What follows belongs to an exercise in optimizing a design on an open flow for small area; a production flow would make more cautious choices. Only simulation tests tie the RTL to the original design; equivalence was not proved.

// m_long_unit
module m_long_unit (
    input  wire        clk,
    input  wire        rst,         
    input  wire        issue,
    input  wire [1:0]  op,
    input  wire [63:0] a,
    input  wire [63:0] b,
    input  wire        dvs_we,      
    input  wire [8:0]  dvs_wdata,
    output wire        ready,
    output reg         done,
    output reg  [63:0] qt,
    output reg  [63:0] rm,
    output reg         rd_we,
    output reg  [63:0] rd_data,
    output wire [8:0]  dvs,
    output reg         fault,
    output reg  [1:0]  fault_cause
);
Size: about 5400 cells after synthesis, ~350 I/O pins, roughly 38000 um2 of cells after synthesis.
==> flow/config.mk <==
export PLATFORM = sky130hd
export DESIGN_NAME = m_long_unit
export DESIGN_NICKNAME = m_long_unit
export VERILOG_FILES = /design/flow/design.v
export SDC_FILE = /design/flow/constraint.sdc
export NUM_CORES = 4
export LEC_CHECK = 0
export ABC_AREA = 1
export CAP_MARGIN = 20
export CORE_MARGIN = 2
export CORE_UTILIZATION = 55
export CTS_BUF_LIST = sky130_fd_sc_hd__clkbuf_8
export CTS_CLUSTER_SIZE = 40
export PLACE_DENSITY = 0.65
export SLEW_MARGIN = 20
==> flow/constraint.sdc <==
create_clock -name core_clock -period 16.0 [get_ports {clk}]
set_input_delay 3.2000 -clock core_clock [delete_from_list [all_inputs] [get_ports {clk}]]
set_output_delay 3.2000 -clock core_clock [all_outputs]
set_load 0.01 [all_outputs]
standard.sh (not shown) runs the stock make flow with config.mk's settings and CLKGATE_MAP_FILE= SYNTH_SCRIPT=/design/flow/synth_recipe.tcl, a recipe that flattens the netlist after the stock synthesis.
==> flow/flow/run.sh <==
#!/bin/bash
set -euo pipefail
bash standard.sh "BUFFER_PORTS_ARGS=-buffer_cell sky130_fd_sc_hd__buf_1" finish > standard_make.log 2>&1
The first run finished with timing, DRC and antenna clean.
Edit:
Settings changed: CORE_UTILIZATION 55 to 60, CTS_CLUSTER_SIZE 40 to 30, PLACE_DENSITY 0.65 to 0.7.
Result:
- The changed run finished clean
- final area came out higher by 0.44%
- die area came out lower by 8.2%
- global-route usage came out higher by 3.8 points
- critical path depth came out lower by 2
- hold slack gains 11 ps
- worst setup slack loses 420 ps

m_long_unit, a different RTL version from the one above (not shown whole).
Size in the first run: ~410 flip-flops, about 45000 µm² of cells after synthesis.
make LEC_CHECK=0 CAP_MARGIN=20 CORE_MARGIN=2 CORE_UTILIZATION=30 PLACE_DENSITY=0.4 SLEW_MARGIN=20 finish   # period 16.0 ns
run.sh (not shown) runs the stock make flow with config.mk's settings and CLKGATE_MAP_FILE= SYNTH_SCRIPT=/design/flow/synth_recipe.tcl, a recipe that flattens the netlist after the stock synthesis.
Stock flow here: none of the scripts above is used.
==> next run, changes <==
- CORE_UTILIZATION: 30 -> 60
- GPL_TIMING_DRIVEN: default -> 0
- PLACE_DENSITY: 0.4 -> 0.7
After rerunning: This time the run finished but failed the layout checks on setup timing; critical path depth drops by 10; worst setup slack loses 640 ps; worst hold slack improved by 4.5 ps; final area falls by 13%.

== the previous run ==
m_long_unit, a different RTL version from the one above (not shown whole).
Size in the first run: about 5300 cells after synthesis, about 420 flip-flops, roughly 350 I/O pins, about 38000 um^2 of cells after synthesis.
export LEC_CHECK = 0
export ABC_AREA = 1
export CAP_MARGIN = 20
export CORE_MARGIN = 2
export CORE_UTILIZATION = 50
export PLACE_DENSITY = 0.6
export SLEW_MARGIN = 20
create_clock -name core_clock -period 16.0 [get_ports {clk}]
The previous run was carried through to the last stage, and its layout satisfied the timing, DRC and antenna checks.
Edits applied to the flow inputs when going from the previous run to the current run:
==> flow/flow/run.sh (new file) <==
#!/bin/bash
set -euo pipefail
bash standard.sh "BUFFER_PORTS_ARGS=-buffer_cell sky130_fd_sc_hd__buf_1" finish > standard_make.log 2>&1
==> flow/standard.sh (new file) <==
#!/bin/bash
# synth_recipe.tcl (not shown) runs the flow's synth.tcl, then flattens the netlist and writes it again
# the make line also repeats each setting of config.mk as NAME=value (left out here)
make -C /OpenROAD-flow-scripts/flow DESIGN_CONFIG=/design/flow/config.mk WORK_HOME=/design/flow/orfs CLKGATE_MAP_FILE= SYNTH_SCRIPT=/design/flow/synth_recipe.tcl "${@:-finish}"
removed: flow/run.sh
Findings:
On hold slack, the previous run loses to the current run.
Between the current run and the previous run, the number of buffers and inverters on the critical path is lower for the current run.

## what the ideal ports hide
Ports are ideal in the flow. The routed layouts listed here were re-timed in OpenROAD.
Step 1 sets driving cells, clkbuf_16 on the clock port and buf_2 on the other inputs (assumed; they add their load-dependent delay and slew).
Step 2 times the ports against the registers' clock, not the clock port: input delays grow and output delays shrink by t, the midpoint of the rising clock arrivals with the driver on.
a / b / c = ideal ports / drivers / drivers and shift; a / b = the first two.
run | t (ns) | setup slack, ns | clock arrival spread, ns | slew at the worst register clock pin (ns) | worst data-port slew with drivers (ns)
the first run of note 1 | 0.730 | 1.095 / 1.095 / 1.095 | 0.036 / 0.036 | 0.07 / 0.07 | 0.09
the second run of note 1 | 0.734 | 0.671 / 0.671 / 0.671 | 0.044 / 0.043 | 0.07 / 0.07 | 0.10
the first run of note 2 | 0.736 | 0.417 / 0.417 / 0.417 | 0.085 / 0.085 | 0.08 / 0.08 | 0.14
the second run of note 2 | 0.702 | -0.227 / -0.227 / -0.446 | 0.061 / 0.061 | 0.08 / 0.08 | 0.11
the previous run | 0.674 | 1.477 / 1.477 / 1.477 | 0.048 / 0.047 | 0.07 / 0.07 | 0.06
the current run | 0.661 | 1.352 / 1.352 / 1.352 | 0.033 / 0.032 | 0.07 / 0.07 | 0.05
For the second run of note 2, which loses most, drivers alone change the setup slack by 0.000 ns; drivers and shift together by -0.219 ns.
